From an optimization exercise on the open Yosys and OpenROAD flow, aimed at small area, a short achievable clock period and few clock cycles per item; shortcuts taken in it are not production practice. RTL that was checked went through simulation tests only; none was proved equivalent to the original.

// iris4_packer
module iris4_packer (
    input  wire         clk,
    input  wire         rst,
    input  wire         in_valid,
    output wire         in_ready,
    input  wire [31:0]  in_data,
    input  wire [15:0]  in_draw,
    input  wire         in_last,
    input  wire [1:0]   in_rnd,
    input  wire         in_sat,
    input  wire         in_flush,
    output wire         out_valid,
    input  wire         out_ready,
    output wire [7:0]   out_scale,
    output wire [127:0] out_codes,
    output wire [5:0]   out_nsat,
    output wire [5:0]   out_nflush,
    output wire [5:0]   out_nnan
);
export LEC_CHECK = 0
export CAP_MARGIN = 20
export CORE_MARGIN = 2
export CORE_UTILIZATION = 60
export CTS_CLUSTER_DIAMETER = 90
export CTS_CLUSTER_SIZE = 28
export PLACE_DENSITY = 0.72
export SLEW_MARGIN = 20
create_clock -name core_clock -period 40.0 [get_ports {clk}]
standard.sh (not shown) runs the stock make flow with config.mk's settings and CLKGATE_MAP_FILE= SYNTH_SCRIPT=/design/flow/synth_recipe.tcl, a recipe that flattens the netlist after the stock synthesis.
==> flow/flow/run.sh <==
#!/bin/bash
# Standard layout, with the ports buffered by a plain buffer and timing
# repair asked to leave more setup slack than the clock needs.
set -euo pipefail
export BUFFER_PORTS_ARGS="-buffer_cell sky130_fd_sc_hd__buf_2"
bash standard.sh SETUP_SLACK_MARGIN=30.8 SKIP_GATE_CLONING=1 finish > standard.log 2>&1
==> next run, changes <==
--- a/flow/design.v
+++ b/flow/design.v
@@ -279,37 +279,18 @@
     wire [7:0] cur1 = !t_last ? cur_scale : d1v1 ? d1s1 : accs;
     wire [1:0] crn0 = act     ? cur_rnd   : d1v0 ? d1r0 : accr;
     wire [1:0] crn1 = !t_last ? cur_rnd   : d1v1 ? d1r1 : accr;
     wire [4:0] d1c0 = xfer0 ? acc_cnt : d1_cnt;
     wire [4:0] d1c1 = xfer1 ? acc_cnt : d1_cnt;
     wire [4:0] accc = new0 ? (a_init ? 5'd0 : acc_cnt + 5'd1) : acc_cnt;
     wire [4:0] ccn0 = act     ? cur_cnt : d1v0 ? d1c0 : accc;
     wire [4:0] ccn1 = !t_last ? cur_cnt : d1v1 ? d1c1 : accc;
     integer i;
-    wire        hdr_ld = take && first;
-    wire [25:0] hdr_new = {cur_scale,
-                           d1_v ? (d1_scale == 8'hFF ? 6'd0 : d1_n) : acc_nsat,
-                           d1_v ? d1_nflush : acc_nfl,
-                           d1_v ? (d1_scale == 8'hFF ? d1_n : 6'd0) : acc_nnan};
-    reg  [127:0] codes_n;
-    reg          c_sel, c_clr;
-    always @* begin
-        for (i = 0; i < 32; i = i + 1) begin
-            c_sel = take && (idx == i);
-            c_clr = take && first;
-            codes_n[4*i +: 4] = ({4{c_sel}} & code) | ({4{!c_sel && !c_clr}} & codes[4*i +: 4]);
-        end
-    end
-    always @(posedge clk) begin
-        {scale, nsat, nflush, nnan} <= ({26{hdr_ld}} & hdr_new) |
-                                       ({26{!hdr_ld}} & {scale, nsat, nflush, nnan});
-        codes <= codes_n;
-    end
     always @(posedge clk) begin
         for (i = 1; i < NR; i = i + 1)
             ring[i] <= ring[i-1];
         ring[0]  <= in_ready ? in_slot : ring[NR-1];
         r0_last  <= in_last;
         r0_rnd   <= in_rnd;
         r0_sat   <= in_sat;
         r0_flush <= in_flush;
         if (rst) begin
@@ -360,18 +341,29 @@
                 d1_cnt    <= acc_cnt;
                 d1_n      <= acc_nb ? acc_nnn : acc_nov;
                 d1_nflush <= acc_nfl;
             end else if (d1_take) begin
                 d1_v <= 1'b0;
             end
             if (ovalid && out_ready)
                 ovalid <= 1'b0;
             if (take) begin
+                if (first) begin
+                    scale   <= cur_scale;
+                    nsat    <= d1_v ? (d1_scale == 8'hFF ? 6'd0 : d1_n) : acc_nsat;
+                    nflush  <= d1_v ? d1_nflush : acc_nfl;
+                    nnan    <= d1_v ? (d1_scale == 8'hFF ? d1_n : 6'd0) : acc_nnan;
+                end
+                for (i = 0; i < 32; i = i + 1)
+                    if (i == idx)
+                        codes[4*i +: 4] <= code;
+                    else if (first)
+                        codes[4*i +: 4] <= 4'h0;
                 if (t_last) begin
                     ovalid <= 1'b1;
                     act    <= 1'b0;
                     idx    <= 5'd0;
                 end else begin
                     act    <= 1'b1;
                     idx    <= idx + 5'd1;
                 end
             end
=> The changed run finished with timing, DRC and antenna clean. Routed wire length drops by about 8%. Setup slack is better by 0.065 ns. Final area climbs by about 0.3%. Hold slack is better by 0.0063 ns. Global-route usage drops by 1.7 points. Via count drops by 3.7%.
Testbench counts after the change, summed over its fixed seeds: cycles 61,642, blocks 2,048.
Only the layout flow was run in the first run of this note; the RTL was not checked for function there.

-- port drivers added, routing unchanged --
The flow's constraints put no driver on any port. The routed layouts listed below were extracted and timed again, unchanged, in two steps.
Step 1 (the two cells are an assumption about what drives the block):
set clk [get_ports {clk}]
set_driving_cell -lib_cell sky130_fd_sc_hd__clkbuf_16 $clk
set_driving_cell -lib_cell sky130_fd_sc_hd__buf_2 [delete_from_list [all_inputs] $clk]
Step 2 also shifts input and output timing later by t, the mid clock arrival at the registers, as if the neighbouring blocks saw the same clock.
a / b / c = ideal ports / drivers / drivers and shift; a / b = the first two.
run	t (ns)	setup WS [ns]	latest minus earliest clock arrival (ns)	slew at the worst register clock pin (ns)	worst data-port slew with drivers (ns)
the first run	0.728	30.631 / 30.563 / 29.948	0.039 / 0.039	0.11 / 0.11	0.09
the second run	0.717	30.697 / 30.635 / 30.189	0.065 / 0.064	0.11 / 0.11	0.09
After both steps every run listed still meets setup and hold. The setup slack of the first run, which loses most, moves by -0.068 ns with the drivers and by -0.683 ns with both steps.
